This is an optimization exercise on Yosys and OpenROAD, whose aim is small area, a short achievable clock period and few clock cycles per item, not a production implementation. RTL that was checked went through simulation tests only; none was proved equivalent to the original. For run 1, only the layout was checked, not whether the RTL still works.

## flow/design.v (module list and top-level ports; edited modules follow where they fit)
// module skim_pixel: 1968 lines
// module fa: 10 lines
module skim_pixel (
    input  wire        clk,
    input  wire        rst,           
    input  wire        in_valid,
    output reg         in_ready,
    input  wire [13:0] in_code,       
    input  wire        in_ovr,        
    input  wire [15:0] in_tapm_ofs,   
    input  wire [15:0] in_tapm_gain,  
    input  wire [15:0] in_dark,       
    input  wire [15:0] in_gain,       
    input  wire        in_dead,       
    input  wire        in_bypass,     
    input  wire        in_last,       
    output reg         out_valid,
    input  wire        out_ready,
    output reg  [15:0] out_pix,
    output reg         out_sat,       
    output reg         out_dead,      
    output reg         out_nsat,      
    output reg         out_last
);
  // ...
==> flow/run.sh <==
#!/bin/bash
# synth_recipe.tcl (not shown) runs the flow's synth.tcl, then flattens the netlist and writes it again
# the make line also repeats each setting of config.mk as NAME=value (left out here)
make -C /OpenROAD-flow-scripts/flow DESIGN_CONFIG=/design/flow/config.mk WORK_HOME=/design/flow/orfs CLKGATE_MAP_FILE= SYNTH_SCRIPT=/design/flow/synth_recipe.tcl finish
==> flow/config.mk <==
export PLATFORM = sky130hd
export DESIGN_NAME = skim_pixel
export DESIGN_NICKNAME = skim_pixel
export VERILOG_FILES = /design/flow/design.v
export SDC_FILE = /design/flow/constraint.sdc
export NUM_CORES = 4
export LEC_CHECK = 0
export CAP_MARGIN = 20
export CORE_MARGIN = 2
export CORE_UTILIZATION = 40
export SLEW_MARGIN = 20
export SYNTH_HIERARCHICAL = 1
==> flow/constraint.sdc <==
create_clock -name core_clock -period 60.0 [get_ports {clk}]
set_input_delay 12.0000 -clock core_clock [delete_from_list [all_inputs] [get_ports {clk}]]
set_output_delay 12.0000 -clock core_clock [all_outputs]
set_load 0.01 [all_outputs]
==> impl_metrics.csv, run 1 <==
group,metric,value,unit
critical_path,path_cells,"clkdlybuf4s50_1",
worst_hold_path,min_to,"p1_gain[5]",
finish,clk_share,0.01992,
floorplan,tapCellCount,855,
critical_path,worstPathRequired,48.00,ns
sta,holdWs,0.4219,ns
logic_synthesis,synthTopCellsByArea,"fa_1, edfxtp_1, ha_1",
logic_synthesis,yosys.area_share.simple,0.1600,
critical_path,critical_path.top_delay_family,"buffers and inverters",
grt,grt_max_degree,62,
critical_path,cp-start-kind,"flop",
routing,dr.pass1.iters,7,
worst_hold_path,hp-start,"p0_gain[5]",
logic_synthesis,synth-compound-area-share,0.1050,
routing,wl_per_cell,19.44,um
finish,seq_area,0.005315,sq mm
clock_tree,root_buffer,"clkbuf_16",
critical_path,worst_setup_path_end_kind,"primary output",
logic_synthesis,ys_seq_elements,184,
routing,wl_met3,3572,um
floorplan,pin_count,108,
grt,grt_use_met2,0.3741,
critical_path,worst-setup-path-type,"flop to primary output",
grt,met3_usage,0.03355,
finish,multi_input_cells,2082,
routing,wl,68750,um
outcome,status,"no timing/DRC/antenna violations",
worst_hold_path,hold_path.class,"flop to flop",
==> inputs of run 2 (changes only) <==
--- a/flow/design.v
+++ b/flow/design.v
@@ -17,42 +17,42 @@
     output reg  [15:0] out_pix,
     output reg         out_sat,       
     output reg         out_dead,      
     output reg         out_nsat,      
     output reg         out_last
 );
     reg        p0_v;
     reg [13:0] p0_code;
-    reg [15:0] p0_ofs;
+    reg [15:0] p0_ofs_n;              
     reg        p0_ovr;
     reg [15:0] p0_tg;
-    reg [15:0] p0_dark;
+    reg [15:0] p0_dark_n;             
     reg [15:0] p0_gain;
     reg        p0_dead;
     reg        p0_last;
     wire adv1;                        
     wire adv0 = !p0_v || adv1;        
     always @(posedge clk) begin
         if (rst)
             p0_v <= 1'b0;
         else if (adv0)
             p0_v <= in_valid;
         if (adv0) begin
-            p0_code <= in_code;
-            p0_ofs  <= in_tapm_ofs;
+            p0_code  <= in_code;
+            p0_ofs_n <= ~in_tapm_ofs;
             p0_ovr  <= in_ovr;
             p0_tg   <= in_tapm_gain;
-            p0_dark <= in_bypass ? 16'd0 : in_dark;
+            p0_dark_n <= in_bypass ? 16'hFFFF : ~in_dark;
             p0_gain <= in_bypass ? 16'h4000 : in_gain;
             p0_dead <= !in_bypass && (in_dead || in_gain == 16'd0);
             p0_last <= in_last;
         end
     end
-    wire [16:0] t_d   = {1'b0, p0_code, 2'b00} - {1'b0, p0_ofs};
+    wire [16:0] t_d   = {1'b0, p0_code, 2'b00} + {1'b1, p0_ofs_n} + 17'd1;
     wire        t_neg = t_d[16];
     wire t_pp0 = ~(t_d[0] & p0_tg[0]);
     wire t_pp1 = ~(t_d[0] & p0_tg[1]);
     wire t_pp2 = ~(t_d[0] & p0_tg[2]);
     wire t_pp3 = ~(t_d[0] & p0_tg[3]);
     wire t_pp4 = ~(t_d[0] & p0_tg[4]);
     wire t_pp5 = ~(t_d[0] & p0_tg[5]);
     wire t_pp6 = ~(t_d[0] & p0_tg[6]);
@@ -780,157 +780,155 @@
     wire t_457, t_458;
     fa u_t_457 (.a(t_396), .b(t_397), .c(t_456), .s(t_457), .co(t_458));
     wire t_459, t_460;
     fa u_t_459 (.a(t_398), .b(t_399), .c(t_458), .s(t_459), .co(t_460));
     wire t_461, t_462;
     fa u_t_461 (.a(t_400), .b(t_401), .c(t_460), .s(t_461), .co(t_462));
     wire t_463, t_464;
     fa u_t_463 (.a(t_402), .b(t_403), .c(t_462), .s(t_463), .co(t_464));
-    wire t_465 = ~t_404 & ~t_405;
-    wire t_466 = ~t_404 ^ ~t_405;
-    wire t_467 = ~t_406 & ~t_407;
-    wire t_468 = ~t_406 ^ ~t_407;
-    wire t_469 = ~t_408 & ~t_409;
-    wire t_470 = ~t_408 ^ ~t_409;
-    wire t_471 = ~t_410 & ~t_411;
-    wire t_472 = ~t_410 ^ ~t_411;
-    wire t_473 = ~t_412 & ~t_413;
-    wire t_474 = ~t_412 ^ ~t_413;
-    wire t_475 = ~t_414 & ~t_415;
-    wire t_476 = ~t_414 ^ ~t_415;
-    wire t_477 = ~t_416 & ~t_417;
-    wire t_478 = ~t_416 ^ ~t_417;
-    wire t_479 = ~t_418 & ~t_419;
-    wire t_480 = ~t_418 ^ ~t_419;
-    wire t_481 = ~t_420 & ~t_421;
-    wire t_482 = ~t_420 ^ ~t_421;
-    wire t_483 = ~t_422 & ~t_423;
-    wire t_484 = ~t_422 ^ ~t_423;
-    wire t_485 = ~t_424 & ~t_425;
-    wire t_486 = ~t_424 ^ ~t_425;
-    wire t_487 = ~t_426 & ~t_427;
-    wire t_488 = ~t_426 ^ ~t_427;
-    wire t_489 = ~t_428 & ~t_429;
-    wire t_490 = ~t_428 ^ ~t_429;
-    wire t_491 = ~t_430 & ~t_431;
-    wire t_492 = ~t_430 ^ ~t_431;
-    wire t_493 = ~t_432 & ~t_433;
-    wire t_494 = ~t_432 ^ ~t_433;
-    wire t_495 = ~t_434 & ~t_435;
-    wire t_496 = ~t_434 ^ ~t_435;
-    wire t_497 = ~t_436 & ~t_437;
-    wire t_498 = ~t_436 ^ ~t_437;
-    wire t_499 = ~t_438 & ~t_439;
-    wire t_500 = ~t_438 ^ ~t_439;
-    wire t_501 = ~t_440 & ~t_441;
-    wire t_502 = ~t_440 ^ ~t_441;
-    wire t_503 = ~t_442 & ~t_443;
-    wire t_504 = ~t_442 ^ ~t_443;
-    wire t_505 = ~t_444 & ~t_445;
-    wire t_506 = ~t_444 ^ ~t_445;
-    wire t_507 = ~t_446 & ~t_447;
-    wire t_508 = ~t_446 ^ ~t_447;
-    wire t_509 = ~t_448 & ~t_449;
-    wire t_510 = ~t_448 ^ ~t_449;
-    wire t_511 = ~t_450 & ~t_pp271;
-    wire t_512 = ~t_450 ^ ~t_pp271;
-    wire t_513 = 1'b1 & 1'b0;
-    wire t_514 = 1'b1 ^ 1'b0;
-    wire t_515 = t_465 | (t_466 & ~t_464);
-    wire t_516 = t_467 | (t_468 & t_515);
-    wire t_517 = t_471 | (t_472 & t_469);
-    wire t_518 = t_472 & t_470;
-    wire t_519 = t_475 | (t_476 & t_473);
-    wire t_520 = t_476 & t_474;
-    wire t_521 = t_479 | (t_480 & t_477);
-    wire t_522 = t_480 & t_478;
-    wire t_523 = t_483 | (t_484 & t_481);
-    wire t_524 = t_484 & t_482;
-    wire t_525 = t_487 | (t_488 & t_485);
-    wire t_526 = t_488 & t_486;
-    wire t_527 = t_491 | (t_492 & t_489);
-    wire t_528 = t_492 & t_490;
-    wire t_529 = t_495 | (t_496 & t_493);
-    wire t_530 = t_496 & t_494;
-    wire t_531 = t_499 | (t_500 & t_497);
-    wire t_532 = t_500 & t_498;
-    wire t_533 = t_503 | (t_504 & t_501);
-    wire t_534 = t_504 & t_502;
-    wire t_535 = t_507 | (t_508 & t_505);
-    wire t_536 = t_508 & t_506;
-    wire t_537 = t_511 | (t_512 & t_509);
-    wire t_538 = t_512 & t_510;
-    wire t_539 = t_517 | (t_518 & t_516);
-    wire t_540 = t_521 | (t_522 & t_519);
-    wire t_541 = t_522 & t_520;
-    wire t_542 = t_525 | (t_526 & t_523);
-    wire t_543 = t_526 & t_524;
-    wire t_544 = t_529 | (t_530 & t_527);
-    wire t_545 = t_530 & t_528;
-    wire t_546 = t_533 | (t_534 & t_531);
-    wire t_547 = t_534 & t_532;
-    wire t_548 = t_537 | (t_538 & t_535);
-    wire t_549 = t_538 & t_536;
-    wire t_550 = t_540 | (t_541 & t_539);
-    wire t_551 = t_544 | (t_545 & t_542);
-    wire t_552 = t_545 & t_543;
-    wire t_553 = t_548 | (t_549 & t_546);
-    wire t_554 = t_549 & t_547;
-    wire t_555 = t_551 | (t_552 & t_550);
-    wire t_556 = t_553 | (t_554 & t_555);
-    wire t_557 = t_542 | (t_543 & t_550);
-    wire t_558 = t_546 | (t_547 & t_555);
-    wire t_559 = t_519 | (t_520 & t_539);
-    wire t_560 = t_523 | (t_524 & t_550);
-    wire t_561 = t_527 | (t_528 & t_557);
-    wire t_562 = t_531 | (t_532 & t_555);
-    wire t_563 = t_535 | (t_536 & t_558);
-    wire t_564 = t_469 | (t_470 & t_516);
-    wire t_565 = t_473 | (t_474 & t_539);
-    wire t_566 = t_477 | (t_478 & t_559);
-    wire t_567 = t_481 | (t_482 & t_550);
-    wire t_568 = t_485 | (t_486 & t_560);
-    wire t_569 = t_489 | (t_490 & t_557);
-    wire t_570 = t_493 | (t_494 & t_561);
-    wire t_571 = t_497 | (t_498 & t_555);
-    wire t_572 = t_501 | (t_502 & t_562);
-    wire t_573 = t_505 | (t_506 & t_558);
-    wire t_574 = t_509 | (t_510 & t_563);
-    wire t_575 = t_513 | (t_514 & t_556);
-    wire t_576 = t_466 ^ ~t_464;
-    wire t_577 = t_468 ^ t_515;
-    wire t_578 = t_470 ^ t_516;
-    wire t_579 = t_472 ^ t_564;
-    wire t_580 = t_474 ^ t_539;
-    wire t_581 = t_476 ^ t_565;
-    wire t_582 = t_478 ^ t_559;
-    wire t_583 = t_480 ^ t_566;
-    wire t_584 = t_482 ^ t_550;
-    wire t_585 = t_484 ^ t_567;
-    wire t_586 = t_486 ^ t_560;
-    wire t_587 = t_488 ^ t_568;
-    wire t_588 = t_490 ^ t_557;
-    wire t_589 = t_492 ^ t_569;
-    wire t_590 = t_494 ^ t_561;
-    wire t_591 = t_496 ^ t_570;
-    wire t_592 = t_498 ^ t_555;
-    wire t_593 = t_500 ^ t_571;
-    wire t_594 = t_502 ^ t_562;
-    wire t_595 = t_504 ^ t_572;
-    wire t_596 = t_506 ^ t_558;
-    wire t_597 = t_508 ^ t_573;
-    wire t_598 = t_510 ^ t_563;
-    wire t_599 = t_512 ^ t_574;
-    wire t_600 = t_514 ^ t_556;
-    wire [32:0] t_p = {t_600, t_599, t_598, t_597, t_596, t_595, t_594, t_593, t_592, t_591, t_590, t_589, t_588, t_587, t_586, t_585, t_584, t_583, t_582, t_581, t_580, t_579, t_578, t_577, t_576, {~t_463, ~t_461, ~t_459, ~t_457, ~t_455, ~t_453, ~t_451, ~t_pp0}};
+    wire t_465 = t_404 ^ t_405;
+    wire t_466 = t_404 & t_405;
+    wire t_467 = t_406 ^ t_407;
+    wire t_468 = t_406 & t_407;
+    wire t_469 = t_408 ^ t_409;
+    wire t_470 = t_408 & t_409;
+    wire t_471 = t_410 ^ t_411;
+    wire t_472 = t_410 & t_411;
+    wire t_473 = t_412 ^ t_413;
+    wire t_474 = t_412 & t_413;
+    wire t_475 = t_414 ^ t_415;
+    wire t_476 = t_414 & t_415;
+    wire t_477 = t_416 ^ t_417;
+    wire t_478 = t_416 & t_417;
+    wire t_479 = t_418 ^ t_419;
+    wire t_480 = t_418 & t_419;
+    wire t_481 = t_420 ^ t_421;
+    wire t_482 = t_420 & t_421;
+    wire t_483 = t_422 ^ t_423;
+    wire t_484 = t_422 & t_423;
+    wire t_485 = t_424 ^ t_425;
+    wire t_486 = t_424 & t_425;
+    wire t_487 = t_426 ^ t_427;
+    wire t_488 = t_426 & t_427;
+    wire t_489 = t_428 ^ t_429;
+    wire t_490 = t_428 & t_429;
+    wire t_491 = t_430 ^ t_431;
+    wire t_492 = t_430 & t_431;
+    wire t_493 = t_432 ^ t_433;
+    wire t_494 = t_432 & t_433;
+    wire t_495 = t_434 ^ t_435;
+    wire t_496 = t_434 & t_435;
+    wire t_497 = t_436 ^ t_437;
+    wire t_498 = t_436 & t_437;
+    wire t_499 = t_438 ^ t_439;
+    wire t_500 = t_438 & t_439;
+    wire t_501 = t_440 ^ t_441;
+    wire t_502 = t_440 & t_441;
+    wire t_503 = t_442 ^ t_443;
+    wire t_504 = t_442 & t_443;
+    wire t_505 = t_444 ^ t_445;
+    wire t_506 = t_444 & t_445;
+    wire t_507 = t_446 ^ t_447;
+    wire t_508 = t_446 & t_447;
+    wire t_509 = t_448 ^ t_449;
+    wire t_510 = t_448 & t_449;
+    wire t_511 = t_450 ^ t_pp271;
+    wire t_512 = t_450 & t_pp271;
+    wire t_513 = t_466 | (t_465 & t_464);
+    wire t_514 = t_468 | (t_467 & t_513);
+    wire t_515 = t_472 | (t_471 & t_470);
+    wire t_516 = t_471 & t_469;
+    wire t_517 = t_476 | (t_475 & t_474);
+    wire t_518 = t_475 & t_473;
+    wire t_519 = t_480 | (t_479 & t_478);
+    wire t_520 = t_479 & t_477;
+    wire t_521 = t_484 | (t_483 & t_482);
+    wire t_522 = t_483 & t_481;
+    wire t_523 = t_488 | (t_487 & t_486);
+    wire t_524 = t_487 & t_485;
+    wire t_525 = t_492 | (t_491 & t_490);
+    wire t_526 = t_491 & t_489;
+    wire t_527 = t_496 | (t_495 & t_494);
+    wire t_528 = t_495 & t_493;
+    wire t_529 = t_500 | (t_499 & t_498);
+    wire t_530 = t_499 & t_497;
+    wire t_531 = t_504 | (t_503 & t_502);
+    wire t_532 = t_503 & t_501;
+    wire t_533 = t_508 | (t_507 & t_506);
+    wire t_534 = t_507 & t_505;
+    wire t_535 = t_512 | (t_511 & t_510);
+    wire t_536 = t_511 & t_509;
+    wire t_537 = t_515 | (t_516 & t_514);
+    wire t_538 = t_519 | (t_520 & t_517);
+    wire t_539 = t_520 & t_518;
+    wire t_540 = t_523 | (t_524 & t_521);
+    wire t_541 = t_524 & t_522;
+    wire t_542 = t_527 | (t_528 & t_525);
+    wire t_543 = t_528 & t_526;
+    wire t_544 = t_531 | (t_532 & t_529);
+    wire t_545 = t_532 & t_530;
+    wire t_546 = t_535 | (t_536 & t_533);
+    wire t_547 = t_536 & t_534;
+    wire t_548 = t_538 | (t_539 & t_537);
+    wire t_549 = t_542 | (t_543 & t_540);
+    wire t_550 = t_543 & t_541;
+    wire t_551 = t_546 | (t_547 & t_544);
+    wire t_552 = t_547 & t_545;
+    wire t_553 = t_549 | (t_550 & t_548);
+    wire t_554 = t_551 | (t_552 & t_553);
+    wire t_555 = t_540 | (t_541 & t_548);
+    wire t_556 = t_544 | (t_545 & t_553);
+    wire t_557 = t_517 | (t_518 & t_537);
+    wire t_558 = t_521 | (t_522 & t_548);
+    wire t_559 = t_525 | (t_526 & t_555);
+    wire t_560 = t_529 | (t_530 & t_553);
+    wire t_561 = t_533 | (t_534 & t_556);
+    wire t_562 = t_470 | (t_469 & t_514);
+    wire t_563 = t_474 | (t_473 & t_537);
+    wire t_564 = t_478 | (t_477 & t_557);
+    wire t_565 = t_482 | (t_481 & t_548);
+    wire t_566 = t_486 | (t_485 & t_558);
+    wire t_567 = t_490 | (t_489 & t_555);
+    wire t_568 = t_494 | (t_493 & t_559);
+    wire t_569 = t_498 | (t_497 & t_553);
+    wire t_570 = t_502 | (t_501 & t_560);
+    wire t_571 = t_506 | (t_505 & t_556);
+    wire t_572 = t_510 | (t_509 & t_561);
+    wire t_573 = 1'b0 | (1'b1 & t_554);
+    wire t_574 = ~(t_465 ^ t_464);
+    wire t_575 = ~(t_467 ^ t_513);
+    wire t_576 = ~(t_469 ^ t_514);
+    wire t_577 = ~(t_471 ^ t_562);
+    wire t_578 = ~(t_473 ^ t_537);
+    wire t_579 = ~(t_475 ^ t_563);
+    wire t_580 = ~(t_477 ^ t_557);
+    wire t_581 = ~(t_479 ^ t_564);
+    wire t_582 = ~(t_481 ^ t_548);
+    wire t_583 = ~(t_483 ^ t_565);
+    wire t_584 = ~(t_485 ^ t_558);
+    wire t_585 = ~(t_487 ^ t_566);
+    wire t_586 = ~(t_489 ^ t_555);
+    wire t_587 = ~(t_491 ^ t_567);
+    wire t_588 = ~(t_493 ^ t_559);
+    wire t_589 = ~(t_495 ^ t_568);
+    wire t_590 = ~(t_497 ^ t_553);
+    wire t_591 = ~(t_499 ^ t_569);
+    wire t_592 = ~(t_501 ^ t_560);
+    wire t_593 = ~(t_503 ^ t_570);
+    wire t_594 = ~(t_505 ^ t_556);
+    wire t_595 = ~(t_507 ^ t_571);
+    wire t_596 = ~(t_509 ^ t_561);
+    wire t_597 = ~(t_511 ^ t_572);
+    wire t_598 = ~(1'b1 ^ t_554);
+    wire [32:0] t_p = {t_598, t_597, t_596, t_595, t_594, t_593, t_592, t_591, t_590, t_589, t_588, t_587, t_586, t_585, t_584, t_583, t_582, t_581, t_580, t_579, t_578, t_577, t_576, t_575, t_574, {~t_463, ~t_461, ~t_459, ~t_457, ~t_455, ~t_453, ~t_451, ~t_pp0}};
     wire        t_lo  = t_p[32];
     wire        t_hi  = !t_p[32] && (t_p[31:30] != 2'b00);
-    wire [16:0] t_xn  = {1'b0, t_p[29:14]} - {1'b0, p0_dark};
-    wire [15:0] t_x   = t_lo ? 16'd0 : t_hi ? ~p0_dark : t_xn[16] ? 16'd0 : t_xn[15:0];
+    wire [16:0] t_xn  = {1'b0, t_p[29:14]} + {1'b1, p0_dark_n} + 17'd1;
+    wire [15:0] t_x   = t_lo ? 16'd0 : t_hi ? p0_dark_n : t_xn[16] ? 16'd0 : t_xn[15:0];
     reg        p1_v;
     reg [15:0] p1_x;
     reg        p1_sat;
     reg [15:0] p1_gain;
     reg        p1_dead;
     reg        p1_last;
     always @(posedge clk) begin
         if (rst)
@@ -1630,156 +1628,153 @@
     wire k_427, k_428;
     fa u_k_427 (.a(k_368), .b(k_369), .c(k_426), .s(k_427), .co(k_428));
     wire k_429, k_430;
     fa u_k_429 (.a(k_370), .b(k_371), .c(k_428), .s(k_429), .co(k_430));
     wire k_431, k_432;
     fa u_k_431 (.a(k_372), .b(k_373), .c(k_430), .s(k_431), .co(k_432));
     wire k_433, k_434;
     fa u_k_433 (.a(k_374), .b(k_375), .c(k_432), .s(k_433), .co(k_434));
-    wire k_435 = ~k_376 & ~k_377;
-    wire k_436 = ~k_376 ^ ~k_377;
-    wire k_437 = ~k_378 & ~k_379;
-    wire k_438 = ~k_378 ^ ~k_379;
-    wire k_439 = ~k_380 & ~k_381;
-    wire k_440 = ~k_380 ^ ~k_381;
-    wire k_441 = ~k_382 & ~k_383;
-    wire k_442 = ~k_382 ^ ~k_383;
-    wire k_443 = ~k_384 & ~k_385;
-    wire k_444 = ~k_384 ^ ~k_385;
-    wire k_445 = ~k_386 & ~k_387;
-    wire k_446 = ~k_386 ^ ~k_387;
-    wire k_447 = ~k_388 & ~k_389;
-    wire k_448 = ~k_388 ^ ~k_389;
-    wire k_449 = ~k_390 & ~k_391;
-    wire k_450 = ~k_390 ^ ~k_391;
-    wire k_451 = ~k_392 & ~k_393;
-    wire k_452 = ~k_392 ^ ~k_393;
-    wire k_453 = ~k_394 & ~k_395;
-    wire k_454 = ~k_394 ^ ~k_395;
-    wire k_455 = ~k_396 & ~k_397;
-    wire k_456 = ~k_396 ^ ~k_397;
-    wire k_457 = ~k_398 & ~k_399;
-    wire k_458 = ~k_398 ^ ~k_399;
-    wire k_459 = ~k_400 & ~k_401;
-    wire k_460 = ~k_400 ^ ~k_401;
-    wire k_461 = ~k_402 & ~k_403;
-    wire k_462 = ~k_402 ^ ~k_403;
-    wire k_463 = ~k_404 & ~k_405;
-    wire k_464 = ~k_404 ^ ~k_405;
-    wire k_465 = ~k_406 & ~k_407;
-    wire k_466 = ~k_406 ^ ~k_407;
-    wire k_467 = ~k_408 & ~k_409;
-    wire k_468 = ~k_408 ^ ~k_409;
-    wire k_469 = ~k_410 & ~k_411;
-    wire k_470 = ~k_410 ^ ~k_411;
-    wire k_471 = ~k_412 & ~k_413;
-    wire k_472 = ~k_412 ^ ~k_413;
-    wire k_473 = ~k_414 & ~k_415;
-    wire k_474 = ~k_414 ^ ~k_415;
-    wire k_475 = ~k_416 & ~k_417;
-    wire k_476 = ~k_416 ^ ~k_417;
-    wire k_477 = ~k_418 & ~k_419;
-    wire k_478 = ~k_418 ^ ~k_419;
-    wire k_479 = ~k_420 & ~k_pp255;
-    wire k_480 = ~k_420 ^ ~k_pp255;
-    wire k_481 = 1'b0 & 1'b0;
-    wire k_482 = 1'b0 ^ 1'b0;
-    wire k_483 = k_435 | (k_436 & ~k_434);
-    wire k_484 = k_437 | (k_438 & k_483);
-    wire k_485 = k_441 | (k_442 & k_439);
-    wire k_486 = k_442 & k_440;
-    wire k_487 = k_445 | (k_446 & k_443);
-    wire k_488 = k_446 & k_444;
-    wire k_489 = k_449 | (k_450 & k_447);
-    wire k_490 = k_450 & k_448;
-    wire k_491 = k_453 | (k_454 & k_451);
-    wire k_492 = k_454 & k_452;
-    wire k_493 = k_457 | (k_458 & k_455);
-    wire k_494 = k_458 & k_456;
-    wire k_495 = k_461 | (k_462 & k_459);
-    wire k_496 = k_462 & k_460;
-    wire k_497 = k_465 | (k_466 & k_463);
-    wire k_498 = k_466 & k_464;
-    wire k_499 = k_469 | (k_470 & k_467);
-    wire k_500 = k_470 & k_468;
-    wire k_501 = k_473 | (k_474 & k_471);
-    wire k_502 = k_474 & k_472;
-    wire k_503 = k_477 | (k_478 & k_475);
-    wire k_504 = k_478 & k_476;
-    wire k_505 = k_481 | (k_482 & k_479);
-    wire k_506 = k_482 & k_480;
-    wire k_507 = k_485 | (k_486 & k_484);
-    wire k_508 = k_489 | (k_490 & k_487);
-    wire k_509 = k_490 & k_488;
-    wire k_510 = k_493 | (k_494 & k_491);
-    wire k_511 = k_494 & k_492;
-    wire k_512 = k_497 | (k_498 & k_495);
-    wire k_513 = k_498 & k_496;
-    wire k_514 = k_501 | (k_502 & k_499);
-    wire k_515 = k_502 & k_500;
-    wire k_516 = k_505 | (k_506 & k_503);
-    wire k_517 = k_506 & k_504;
-    wire k_518 = k_508 | (k_509 & k_507);
-    wire k_519 = k_512 | (k_513 & k_510);
-    wire k_520 = k_513 & k_511;
-    wire k_521 = k_516 | (k_517 & k_514);
-    wire k_522 = k_517 & k_515;
-    wire k_523 = k_519 | (k_520 & k_518);
-    wire k_524 = k_521 | (k_522 & k_523);
-    wire k_525 = k_510 | (k_511 & k_518);
-    wire k_526 = k_514 | (k_515 & k_523);
-    wire k_527 = k_487 | (k_488 & k_507);
-    wire k_528 = k_491 | (k_492 & k_518);
-    wire k_529 = k_495 | (k_496 & k_525);
-    wire k_530 = k_499 | (k_500 & k_523);
-    wire k_531 = k_503 | (k_504 & k_526);
-    wire k_532 = k_439 | (k_440 & k_484);
-    wire k_533 = k_443 | (k_444 & k_507);
-    wire k_534 = k_447 | (k_448 & k_527);
-    wire k_535 = k_451 | (k_452 & k_518);
-    wire k_536 = k_455 | (k_456 & k_528);
-    wire k_537 = k_459 | (k_460 & k_525);
-    wire k_538 = k_463 | (k_464 & k_529);
-    wire k_539 = k_467 | (k_468 & k_523);
-    wire k_540 = k_471 | (k_472 & k_530);
-    wire k_541 = k_475 | (k_476 & k_526);
-    wire k_542 = k_479 | (k_480 & k_531);
-    wire k_543 = k_436 ^ ~k_434;
-    wire k_544 = k_438 ^ k_483;
-    wire k_545 = k_440 ^ k_484;
-    wire k_546 = k_442 ^ k_532;
-    wire k_547 = k_444 ^ k_507;
-    wire k_548 = k_446 ^ k_533;
-    wire k_549 = k_448 ^ k_527;
-    wire k_550 = k_450 ^ k_534;
-    wire k_551 = k_452 ^ k_518;
-    wire k_552 = k_454 ^ k_535;
-    wire k_553 = k_456 ^ k_528;
-    wire k_554 = k_458 ^ k_536;
-    wire k_555 = k_460 ^ k_525;
-    wire k_556 = k_462 ^ k_537;
-    wire k_557 = k_464 ^ k_529;
-    wire k_558 = k_466 ^ k_538;
-    wire k_559 = k_468 ^ k_523;
-    wire k_560 = k_470 ^ k_539;
-    wire k_561 = k_472 ^ k_530;
-    wire k_562 = k_474 ^ k_540;
-    wire k_563 = k_476 ^ k_526;
-    wire k_564 = k_478 ^ k_541;
-    wire k_565 = k_480 ^ k_531;
-    wire k_566 = k_482 ^ k_542;
-    wire [31:0] k_p = {k_566, k_565, k_564, k_563, k_562, k_561, k_560, k_559, k_558, k_557, k_556, k_555, k_554, k_553, k_552, k_551, k_550, k_549, k_548, k_547, k_546, k_545, k_544, k_543, {~k_433, ~k_431, ~k_429, ~k_427, ~k_425, ~k_423, ~k_421, ~k_pp0}};
+    wire k_435 = k_376 ^ k_377;
+    wire k_436 = k_376 & k_377;
+    wire k_437 = k_378 ^ k_379;
+    wire k_438 = k_378 & k_379;
+    wire k_439 = k_380 ^ k_381;
+    wire k_440 = k_380 & k_381;
+    wire k_441 = k_382 ^ k_383;
+    wire k_442 = k_382 & k_383;
+    wire k_443 = k_384 ^ k_385;
+    wire k_444 = k_384 & k_385;
+    wire k_445 = k_386 ^ k_387;
+    wire k_446 = k_386 & k_387;
+    wire k_447 = k_388 ^ k_389;
+    wire k_448 = k_388 & k_389;
+    wire k_449 = k_390 ^ k_391;
+    wire k_450 = k_390 & k_391;
+    wire k_451 = k_392 ^ k_393;
+    wire k_452 = k_392 & k_393;
+    wire k_453 = k_394 ^ k_395;
+    wire k_454 = k_394 & k_395;
+    wire k_455 = k_396 ^ k_397;
+    wire k_456 = k_396 & k_397;
+    wire k_457 = k_398 ^ k_399;
+    wire k_458 = k_398 & k_399;
+    wire k_459 = k_400 ^ k_401;
+    wire k_460 = k_400 & k_401;
+    wire k_461 = k_402 ^ k_403;
+    wire k_462 = k_402 & k_403;
+    wire k_463 = k_404 ^ k_405;
+    wire k_464 = k_404 & k_405;
+    wire k_465 = k_406 ^ k_407;
+    wire k_466 = k_406 & k_407;
+    wire k_467 = k_408 ^ k_409;
+    wire k_468 = k_408 & k_409;
+    wire k_469 = k_410 ^ k_411;
+    wire k_470 = k_410 & k_411;
+    wire k_471 = k_412 ^ k_413;
+    wire k_472 = k_412 & k_413;
+    wire k_473 = k_414 ^ k_415;
+    wire k_474 = k_414 & k_415;
+    wire k_475 = k_416 ^ k_417;
+    wire k_476 = k_416 & k_417;
+    wire k_477 = k_418 ^ k_419;
+    wire k_478 = k_418 & k_419;
+    wire k_479 = k_420 ^ k_pp255;
+    wire k_480 = k_420 & k_pp255;
+    wire k_481 = k_436 | (k_435 & k_434);
+    wire k_482 = k_438 | (k_437 & k_481);
+    wire k_483 = k_442 | (k_441 & k_440);
+    wire k_484 = k_441 & k_439;
+    wire k_485 = k_446 | (k_445 & k_444);
+    wire k_486 = k_445 & k_443;
+    wire k_487 = k_450 | (k_449 & k_448);
+    wire k_488 = k_449 & k_447;
+    wire k_489 = k_454 | (k_453 & k_452);
+    wire k_490 = k_453 & k_451;
+    wire k_491 = k_458 | (k_457 & k_456);
+    wire k_492 = k_457 & k_455;
+    wire k_493 = k_462 | (k_461 & k_460);
+    wire k_494 = k_461 & k_459;
+    wire k_495 = k_466 | (k_465 & k_464);
+    wire k_496 = k_465 & k_463;
+    wire k_497 = k_470 | (k_469 & k_468);
+    wire k_498 = k_469 & k_467;
+    wire k_499 = k_474 | (k_473 & k_472);
+    wire k_500 = k_473 & k_471;
+    wire k_501 = k_478 | (k_477 & k_476);
+    wire k_502 = k_477 & k_475;
+    wire k_503 = 1'b1 | (1'b0 & k_480);
+    wire k_504 = 1'b0 & k_479;
+    wire k_505 = k_483 | (k_484 & k_482);
+    wire k_506 = k_487 | (k_488 & k_485);
+    wire k_507 = k_488 & k_486;
+    wire k_508 = k_491 | (k_492 & k_489);
+    wire k_509 = k_492 & k_490;
+    wire k_510 = k_495 | (k_496 & k_493);
+    wire k_511 = k_496 & k_494;
+    wire k_512 = k_499 | (k_500 & k_497);
+    wire k_513 = k_500 & k_498;
+    wire k_514 = k_503 | (k_504 & k_501);
+    wire k_515 = k_504 & k_502;
+    wire k_516 = k_506 | (k_507 & k_505);
+    wire k_517 = k_510 | (k_511 & k_508);
+    wire k_518 = k_511 & k_509;
+    wire k_519 = k_514 | (k_515 & k_512);
+    wire k_520 = k_515 & k_513;
+    wire k_521 = k_517 | (k_518 & k_516);
+    wire k_522 = k_519 | (k_520 & k_521);
+    wire k_523 = k_508 | (k_509 & k_516);
+    wire k_524 = k_512 | (k_513 & k_521);
+    wire k_525 = k_485 | (k_486 & k_505);
+    wire k_526 = k_489 | (k_490 & k_516);
+    wire k_527 = k_493 | (k_494 & k_523);
+    wire k_528 = k_497 | (k_498 & k_521);
+    wire k_529 = k_501 | (k_502 & k_524);
+    wire k_530 = k_440 | (k_439 & k_482);
+    wire k_531 = k_444 | (k_443 & k_505);
+    wire k_532 = k_448 | (k_447 & k_525);
+    wire k_533 = k_452 | (k_451 & k_516);
+    wire k_534 = k_456 | (k_455 & k_526);
+    wire k_535 = k_460 | (k_459 & k_523);
+    wire k_536 = k_464 | (k_463 & k_527);
+    wire k_537 = k_468 | (k_467 & k_521);
+    wire k_538 = k_472 | (k_471 & k_528);
+    wire k_539 = k_476 | (k_475 & k_524);
+    wire k_540 = k_480 | (k_479 & k_529);
+    wire k_541 = ~(k_435 ^ k_434);
+    wire k_542 = ~(k_437 ^ k_481);
+    wire k_543 = ~(k_439 ^ k_482);
+    wire k_544 = ~(k_441 ^ k_530);
+    wire k_545 = ~(k_443 ^ k_505);
+    wire k_546 = ~(k_445 ^ k_531);
+    wire k_547 = ~(k_447 ^ k_525);
+    wire k_548 = ~(k_449 ^ k_532);
+    wire k_549 = ~(k_451 ^ k_516);
+    wire k_550 = ~(k_453 ^ k_533);
+    wire k_551 = ~(k_455 ^ k_526);
+    wire k_552 = ~(k_457 ^ k_534);
+    wire k_553 = ~(k_459 ^ k_523);
+    wire k_554 = ~(k_461 ^ k_535);
+    wire k_555 = ~(k_463 ^ k_527);
+    wire k_556 = ~(k_465 ^ k_536);
+    wire k_557 = ~(k_467 ^ k_521);
+    wire k_558 = ~(k_469 ^ k_537);
+    wire k_559 = ~(k_471 ^ k_528);
+    wire k_560 = ~(k_473 ^ k_538);
+    wire k_561 = ~(k_475 ^ k_524);
+    wire k_562 = ~(k_477 ^ k_539);
+    wire k_563 = ~(k_479 ^ k_529);
+    wire k_564 = ~(1'b0 ^ k_540);
+    wire [31:0] k_p = {k_564, k_563, k_562, k_561, k_560, k_559, k_558, k_557, k_556, k_555, k_554, k_553, k_552, k_551, k_550, k_549, k_548, k_547, k_546, k_545, k_544, k_543, k_542, k_541, {~k_433, ~k_431, ~k_429, ~k_427, ~k_425, ~k_423, ~k_421, ~k_pp0}};
     wire        k_hi  = k_p[31:30] != 2'b00;
     wire [15:0] k_v   = k_hi ? 16'hFFFF : k_p[29:14];
     wire        k_sat = p1_sat | k_hi;
     localparam DIV_STAGES = 4;
     localparam DIV_ITERS  = 16 / DIV_STAGES;
     localparam ST_ACC  = 2'd0;    
-    localparam ST_CAP  = 2'd1;    
     localparam ST_DIV  = 2'd2;    
     localparam ST_EMIT = 2'd3;    
     reg  [1:0]  st;
     reg  [4:0]  run_n;            
     reg  [4:0]  cnt;              
     reg         have_l;           
     reg         norr;             
     reg         first;            
@@ -1793,36 +1788,34 @@
     wire acc      = (st == ST_ACC) && !pend;
     wire take     = p1_v && acc && (p1_dead || run_n == 5'd0);
     wire take_g   = take && !p1_dead;
     wire take_end = take && p1_dead && p1_last;         
     wire det_r    = p1_v && acc && !p1_dead && (run_n != 5'd0);
     assign adv1 = !p1_v || take;
     wire [4:0]  d     = run_n + 5'd1;                  
     wire        pow2  = (run_n == 5'd1) || (run_n == 5'd3) || (run_n == 5'd7) || (run_n == 5'd15);
-    wire [16:0] delta = {1'b0, dq} - {1'b0, out_pix};  
+    wire [16:0] delta = {1'b0, k_v} - {1'b0, out_pix};  
     reg  [15:0] sh_q;
     reg  [4:0]  sh_r;
     always @(*) begin
         case (run_n)
             5'd1:    begin sh_q = delta[16:1];                   sh_r = {4'd0, delta[0]};   end
             5'd3:    begin sh_q = {{1{delta[16]}}, delta[16:2]}; sh_r = {3'd0, delta[1:0]}; end
             5'd7:    begin sh_q = {{2{delta[16]}}, delta[16:3]}; sh_r = {2'd0, delta[2:0]}; end
             default: begin sh_q = {{3{delta[16]}}, delta[16:4]}; sh_r = {1'b0, delta[3:0]}; end
         endcase
     end
-    wire [15:0] dv_in = (st == ST_CAP) ? delta[15:0] : dq;
-    wire [4:0]  dv_r0 = (st == ST_CAP) ? (delta[16] ? run_n : 5'd0) : dr;
     reg  [15:0] dv_q;
     reg  [4:0]  dv_r;
     reg  [5:0]  dv_t;
     integer k;
     always @(*) begin
-        dv_q = dv_in;
-        dv_r = dv_r0;
+        dv_q = dq;
+        dv_r = dr;
         for (k = 0; k < DIV_STAGES; k = k + 1) begin
             dv_t = {dv_r, dv_q[15]};
             if (dv_t >= {1'b0, d}) begin
                 dv_r = dv_t[4:0] - d;
                 dv_q = {dv_q[14:0], 1'b1};
             end else begin
                 dv_r = dv_t[4:0];
                 dv_q = {dv_q[14:0], 1'b0};
@@ -1851,21 +1844,19 @@
                 if (p1_dead) begin
                     run_n_nx = run_n + 5'd1;
                     if (p1_last)
                         st_nx = ST_EMIT;
                 end else if (!o_free) begin
                     pend_nx = 1'b1;
                 end
             end else if (det_r) begin
-                st_nx = have_l ? ST_CAP : ST_EMIT;
+                st_nx = (have_l && !pow2) ? ST_DIV : ST_EMIT;
             end
         end
-        ST_CAP:
-            st_nx = (pow2 || DIV_ITERS == 1) ? ST_EMIT : ST_DIV;
         ST_DIV:
             if (cnt == DIV_ITERS)
                 st_nx = ST_EMIT;
         default:
             if (o_free && em_done) begin
                 run_n_nx = 5'd0;
                 st_nx    = ST_ACC;
             end
@@ -1917,20 +1908,20 @@
             end else begin
                 out_pix  <= k_v;
                 out_sat  <= k_sat;
                 out_dead <= 1'b0;
                 out_nsat <= 1'b0;
                 out_last <= p1_last;
             end
         end
-        if (take_g || det_r) begin
-            dq    <= k_v;
+        if (take_g || (det_r && !have_l))
+            dq <= k_v;
+        if (take_g || det_r)
             f_sat <= k_sat;
-        end
         if (take_g)
             f_last <= p1_last;
         if (take_end) begin
             dq    <= 16'd0;
             dr    <= 5'd0;
             de    <= 5'd0;
             f_sat <= 1'b0;
         end
@@ -1938,25 +1929,24 @@
             norr  <= take_end;
             first <= 1'b1;
             cnt   <= 5'd1;
         end
         if (det_r && !have_l) begin
             dr <= 5'd0;
             de <= 5'd0;
         end
-        if (st == ST_CAP) begin
+        if (det_r && have_l) begin
             de <= {1'b0, d[4:1]};
             if (pow2) begin
                 dq <= sh_q;
                 dr <= sh_r;
             end else begin
-                dq  <= dv_q;
-                dr  <= dv_r;
-                cnt <= 5'd2;
+                dq <= delta[15:0];
+                dr <= delta[16] ? run_n : 5'd0;
             end
         end
         if (st == ST_DIV) begin
             dq  <= dv_q;
             dr  <= dv_r;
             cnt <= (cnt == DIV_ITERS) ? 5'd1 : cnt + 5'd1;
         end
         if (emit && o_free) begin
==> flow/flow/run.sh (new file) <==
#!/bin/bash
# The standard layout (standard synthesis included), with timing repair
# aiming at a 13 ns period instead of leaving the clock's 47 ns of slack unused,
# and faster port buffers. Each step's full output goes to ORFS's own logs
# under orfs/logs; make's output goes to standard.log.
set -euo pipefail
bash standard.sh SETUP_SLACK_MARGIN=47 "BUFFER_PORTS_ARGS=-buffer_cell sky130_fd_sc_hd__buf_2" finish > standard.log 2>&1
==> flow/standard.sh (new file) <==
#!/bin/bash
# synth_recipe.tcl (not shown) runs the flow's synth.tcl, then flattens the netlist and writes it again
# the make line also repeats each setting of config.mk as NAME=value (left out here)
make -C /OpenROAD-flow-scripts/flow DESIGN_CONFIG=/design/flow/config.mk WORK_HOME=/design/flow/orfs CLKGATE_MAP_FILE= SYNTH_SCRIPT=/design/flow/synth_recipe.tcl "${@:-finish}"
removed: flow/run.sh
==> impl_metrics.csv, run 2 <==
group,metric,value,unit
outcome,status,"no timing/DRC/antenna violations",
placed_design,gp_congestion,0.9223,
logic_synthesis,yosys.area.top_type,"fa_1",
logic_synthesis,netlist_area,0.02521,sq mm
routing,drt-vias-per-instance,5.511,
critical_path,max_stage_delay,0.43,ns
logic_synthesis,async_flop_share,0,
clock_tree,cts_buffers,17,
finish,synthToLayoutAreaGrowth,8.199,%
logic_synthesis,synth_nets,3206,
finish,fill_cells,5967,
sta,finalCritPeriodShare,0.2183,
critical_path,path_cells,"buf_2",
critical_path,cp_slowest_cell,"edfxtp_1",
logic_synthesis,synth-main-ff-cell,"edfxtp_1",
critical_path,critical_path.top_delay_family,"flip-flops",
grt,grt_pass1_vias,20010,
sta,hold_violations,0,
critical_path,worst_setup_path_end_kind,"primary output",
grt,overflow,0,
logic_synthesis,synth_cell_types,82,
floorplan,die_h,255.0,um
worst_hold_path,hold_path.class,"flop to flop",
grt,grt_pass1_wl,106800,um
routing,postRouteAntennaNets,0,
logic_synthesis,yosys.area.top_type_share,0.3526,
critical_path,rrSetupSlack,49.12,ns
grt,antenna_found_initial,0,
logic_synthesis,synth_common_cells,"nand2_1, fa_1, inv_1",
logic_synthesis,synthTopCellsByArea,"fa_1, edfxtp_1, ha_1",
logic_synthesis,yosys_warnings,7,
floorplan,die_area,0.06505,sq mm
floorplan,core,0.06274,sq mm
sta,worst_pin_slew,1.126,ns
floorplan,rows,92,
routing,dr.pass1.iters,5,
critical_path,worst-setup-path-type,"flop to primary output",
grt,grt_max_degree,68,
finish,final_cell_mix,"nand2_1, fa_1, inv_1",
sta,rsz0062_at_grt,"true",
job,max_cap_viol_count,0,
critical_path,critPathMaxFanout,2,
clock_tree,cts_hold_buffers,0,
logic_synthesis,syn_inst,2505,
logic_synthesis,synth.most_common_cell,"nand2_1",
routing,wl,67540,um
logic_synthesis,ys_seq_elements,184,
logic_synthesis,postSynthAreaPerCell,10.06,sq um
placed_design,placed_cell_area,0.02650,sq mm
sta,slew_headroom,0.2454,
finish,final_common_cell,"nand2_1",
placed_design,hpwl,51380,um
floorplan,initial_utilization,0.4018,
sta,period_needed,13.10,ns
floorplan,pin_count,108,
finish,num_antenna_cells,0,
sta,setup_violations,0,
clock_tree,clk_latency,0.51,ns
sta,setup_tns,0,ns
logic_synthesis,seq_area_frac_synth,0.2128,
sta,drv_slew,0,
sta,skew,0.02392,ns
grt,track_usage,0.2135,
routing,drt_iter0_markers,1387,
critical_path,critPathBufInv,1,
finish,nets,3250,
clock_tree,cts_buffer_depth,2,
sta,max_freq,76.35,MHz
finish,drive_gt1_frac,0.08392,
critical_path,cp-start-kind,"flop",
routing,vias,18780,
placed_design,port_buffers,107,
routing,post-route-drc-count,0,
critical_path,worstPathRequired,48.00,ns
clock_tree,htreeDepth,4,
floorplan,die_w,255.0,um
critical_path,critical_path_arrival,1.10,ns
logic_synthesis,synth_edf_count,168,
routing,wl_per_cell,19.82,um
clock_tree,clock_sink_count,184,
clock_tree,root_buffer,"clkbuf_16",
finish,fin_area,0.02728,sq mm
clock_tree,tritoncts,"done",
clock_tree,path_clk_slew,0.09,ns
run 2: changes by cell type in the layout (fill, tap and decap cells not counted), sizes merged, moves of 13 or more:
cell,delta
clkdlybuf4s50,-106
mux2i,-16
inv,-76
nand2b,+25
buf,+125
nor2,-34
a31oi,-13
run 2: what timing repair did:
item | 4_1_cts | 5_1_grt
setup endpoints to repair | 21 | 22
setup buffers | 17 | 5
gates cloned | 0 | 0
resized for setup | 2 | 3
run 2: path summary, 6_finish.rpt:
check	from	endpoint	depth (start not counted)
hold reg to reg	p0_gain[2]	p1_gain[2]	0
setup reg to reg	p1_gain[3]	dq[13]	34
setup / recovery	out_pix[10]	out_pix[10]	1
hold / removal	p0_gain[2]	p1_gain[2]	0
run 2: layout make-up:
cell class | instances | area, sq um | area share
Multi-Input combinational cell | 2023 | 18740 | 0.6871
Sequential cell | 184 | 5368 | 0.1968
Tap cell | 846 | 1059 | 0.03881
Timing Repair Buffer | 149 | 869.6 | 0.03188
Inverter | 174 | 655.6 | 0.02404
Clock buffer | 19 | 454.2 | 0.01665
Clock inverter | 13 | 130.1 | 0.004771
run 2: per-layer routing:
layer,vias up,GRT usage,share of wire
met3,130,0.03824,0.062
met1,9548,0.2655,0.41
met2,658,0.3723,0.50
met5,-,0,0
met4,0,0.07619,0.028
li1,8447,-,-
run 2: Yosys stat by module (local to each module, per instance):
| module | flip-flops and latches | copies in the design |
|---|---|---|
| fa | 0 | 416 |
| skim_pixel | 184 | 1 |
run 2: kinds of logic (layout without fill, tap and decap cells):
logic type | Yosys count | count (layout) | synth area share
simple gates | 900 | 900 | 0.1590
fa+ha+maj | 615 | 615 | 0.4375
compound gates | 404 | 404 | 0.1073
buf+inv | 298 | 355 | 0.04507
flops | 184 | 184 | 0.2128
xor+xnor | 89 | 89 | 0.03167
mux | 15 | 15 | 0.006750
run 2: metrics by stage:
| stage | hold slack (ns) | cells | worst slack [ns] | utilization |
|---|---|---|---|---|
| floorplan | 0.4003 | 2505 | 46.92 | - |
| global placement | 0.4078 | 3354 | 46.67 | 0.4225 |
| detailed placement | 0.4057 | 3354 | 46.61 | 0.4225 |
| CTS | 0.4148 | 3403 | 46.87 | 0.4339 |
| global route | 0.4271 | 3408 | 46.87 | 0.4348 |
| finish | 0.4115 | 3408 | 46.90 | 0.4348 |
Testbench counts of run 2, summed over its fixed seeds: cycles 32,733, items 30,720.
==> inputs of run 3 (changes only) <==
==> flow/run.sh (new file) <==
#!/bin/bash
# synth_recipe.tcl (not shown) runs the flow's synth.tcl, then flattens the netlist and writes it again
# the make line also repeats each setting of config.mk as NAME=value (left out here)
make -C /OpenROAD-flow-scripts/flow DESIGN_CONFIG=/design/flow/config.mk WORK_HOME=/design/flow/orfs CLKGATE_MAP_FILE= SYNTH_SCRIPT=/design/flow/synth_recipe.tcl finish
removed: flow/flow/run.sh
removed: flow/standard.sh
==> impl_metrics.csv, run 3 <==
group,metric,value,unit
outcome,status,"no timing/DRC/antenna violations",
job,max_cap_viol_count,0,
sta,finalCritPeriodShare,0.2259,
critical_path,rr_worst_depth,33,
grt,grt_use_met2,0.3761,
routing,dr.pass1.iters,6,
grt,grtUsageMet1,0.2694,
logic_synthesis,yosys.area.top_type_share,0.3526,
grt,grt_pass1_wl,109100,um
placed_design,gp_congestion,0.9360,
grt,grt-busiest-layer,"met2",
placed_design,port_buffers,107,
logic_synthesis,yosys.area.top_type,"fa_1",
logic_synthesis,synth-main-ff-cell,"edfxtp_1",
finish,final_common_cell,"nand2_1",
logic_synthesis,yosys.area_share.simple,0.1590,
clock_tree,clk_latency,0.50,ns
critical_path,critPathMaxFanout,5,
grt,overflow,0,
clock_tree,post-cts-setup-buffers,0,
clock_tree,root_buffer,"clkbuf_16",
logic_synthesis,netlist_area,0.02521,sq mm
logic_synthesis,async_flop_share,0,
logic_synthesis,synth_cell_types,82,
finish,final_cell_mix,"nand2_1, fa_1, inv_1",
critical_path,critPathBufInv,1,
grt,grt_pass1_vias,20570,
clock_tree,clock_sink_count,184,
placed_design,hpwl,51780,um
logic_synthesis,synthXorXnorAreaFrac,0.03167,
logic_synthesis,synth_fa_ha_area_frac,0.4375,
sta,slew_headroom,0.2687,
finish,fill_cells,5901,
logic_synthesis,synth_mux_area_frac,0.006750,
logic_synthesis,synth.most_common_cell,"nand2_1",
clock_tree,htreeDepth,4,
floorplan,die_area,0.06505,sq mm
floorplan,die_h,255.0,um
worst_hold_path,hold_path.class,"flop to flop",
clock_tree,cts_buffers,17,
logic_synthesis,seq_area_frac_synth,0.2128,
routing,wl,67550,um
sta,drv_slew,0,
grt,antenna_found_initial,1,
logic_synthesis,synth_edf_count,168,
logic_synthesis,yosys_warnings,7,
sta,hold_violations,0,
logic_synthesis,synth_nets,3206,
critical_path,r2r_end,"dq[13]",
critical_path,cp.depth,1,
sta,max_freq,73.77,MHz
clock_tree,cts_hold_buffers,0,
critical_path,rrSetupSlack,49.28,ns
sta,skew,0.01231,ns
finish,drive_gt1_frac,0.03462,
critical_path,crit_end,"out_pix[1]",
logic_synthesis,ys_seq_elements,184,
critical_path,regToRegStartpoint,"p1_gain[15]",
critical_path,max_stage_delay,0.58,ns
floorplan,pin_count,108,
critical_path,worstPathRequired,48.00,ns
routing,drt-vias-per-instance,5.562,
critical_path,cp_slowest_cell,"clkdlybuf4s50_1",
routing,vias,18850,
sta,rsz0062_at_grt,"false",
logic_synthesis,synthTopCellsByArea,"fa_1, edfxtp_1, ha_1",
critical_path,cp-start-kind,"flop",
critical_path,critical_path.top_delay_family,"buffers and inverters",
clock_tree,cts_resized,0,
floorplan,rows,92,
logic_synthesis,synth_common_cells,"nand2_1, fa_1, inv_1",
grt,met3_usage,0.03895,
clock_tree,path_clk_slew,0.08,ns
grt,track_usage,0.2169,
logic_synthesis,postSynthAreaPerCell,10.06,sq um
finish,synthToLayoutAreaGrowth,9.738,%
routing,drt_iter0_markers,1416,
critical_path,worst_setup_path_end_kind,"primary output",
sta,period_needed,13.55,ns
finish,nets,3230,
critical_path,worst-setup-path-type,"flop to primary output",
floorplan,core,0.06274,sq mm
logic_synthesis,synth_top_family_by_area,"adder cells",
clock_tree,cts_buffer_depth,2,
clock_tree,tritoncts,"done",
worst_hold_path,holdPathStages,0,
critical_path,critical_path_arrival,1.55,ns
sta,worst_pin_slew,1.092,ns
floorplan,initial_utilization,0.4018,
grt,grt_max_degree,68,
critical_path,startpoint,"out_pix[1]",
critical_path,path_cells,"clkdlybuf4s50_1",
routing,post-route-drc-count,0,
logic_synthesis,syn_inst,2505,
sta,setup_tns,0,ns
logic_synthesis,synth-compound-area-share,0.1073,
routing,postRouteAntennaNets,0,
finish,final_util,0.4410,
sta,setup_violations,0,
floorplan,die_w,255.0,um
routing,wl_per_cell,19.93,um
==> run 3: cell counts after synthesis <==
Identical to the previous run, type by type.
==> run 3: cells by family (layout without fill, tap and decap cells) <==
kind of cell,count (synthesis),in the layout
adder cells (fa/ha/maj),615,615
other,0,1
AO/OA/AOI/OAI,404,404
buffers and inverters,298,335
flip-flops,184,184
AND/OR/NAND/NOR,900,900
XOR/XNOR,89,89
multiplexers,15,15
==> run 3: metal layers <==
layer  up-vias  routed length (um)
met5         -                  10
met4         2                2110
met2       736               33560
li1       8402                   -
met3       152                4479
met1      9556               27390
==> run 3: final cells by class <==
cell class	instances	area [sq um]	area share
Inverter	174	655.6	0.02370
Multi-Input combinational cell	2023	18740	0.6774
Tap cell	846	1059	0.03826
Timing Repair Buffer	129	1231	0.04450
Sequential cell	184	5365	0.1939
Clock buffer	18	429.2	0.01551
Clock inverter	14	181.4	0.006558
Antenna cell	1	2.502	0.00009046
==> run 3: through the flow <==
stage | cell area, sq um | cells | hold slack [ns] | worst slack (ns)
5_1_grt | 27660 | 3388 | 0.4299 | 46.33
6_report | 27660 | 3389 | 0.4209 | 46.45
4_1_cts | 27670 | 3388 | 0.4219 | 46.38
3_5_place_dp | 27060 | 3356 | 0.4045 | 46.08
2_1_floorplan | 25210 | 2505 | 0.4003 | 46.38
3_3_place_gp | 27050 | 3356 | 0.4091 | 46.14
==> run 3: worst min path at each step <==
stage | slack (ns) | start | end
final | 0.42 | p0_gain[13] | p1_gain[13]
after global routing | 0.43 | p0_gain[12] | p1_gain[12]
after detailed placement | 0.40 | p0_gain[12] | p1_gain[12]
after global placement | 0.41 | p0_gain[3] | p1_gain[3]
after floorplan | 0.40 | p0_gain[0] | p1_gain[0]
after CTS | 0.42 | p0_gain[13] | p1_gain[13]
==> run 3: Yosys stat by module (local to each module, per instance) <==
module,cell area (sq um),flops+latches,times used,cells
skim_pixel,16880,184,1,2089
fa,20.02,0,416,1

-- port drivers added, routing unchanged --
Ports are ideal in the flow. The routed layouts listed here were re-timed in OpenROAD. Step 1: set_driving_cell puts a clkbuf_16 on clk and a buf_2 on each other input, an assumption about the parent block. Step 2 also shifts input and output timing later by t, the mid clock arrival at the registers, as if the neighbouring blocks saw the same clock. Three values: ideal ports, drivers, drivers and shift; two values: the first two.
run | t, ns | setup WS [ns] | clock arrival spread, ns | pins driven straight from the clock port
run 1 | 0.558 | 46.483 / 46.428 / 46.076 | 0.027 / 0.027 | 1
run 2 | 0.549 | 46.902 / 46.849 / 46.621 | 0.024 / 0.024 | 1
run 3 | 0.548 | 46.445 / 46.391 / 46.442 | 0.013 / 0.013 | 1
After both steps setup and hold are still met in every run listed. For run 1, which loses most, drivers alone change the setup slack by -0.055 ns; drivers and shift together by -0.407 ns.
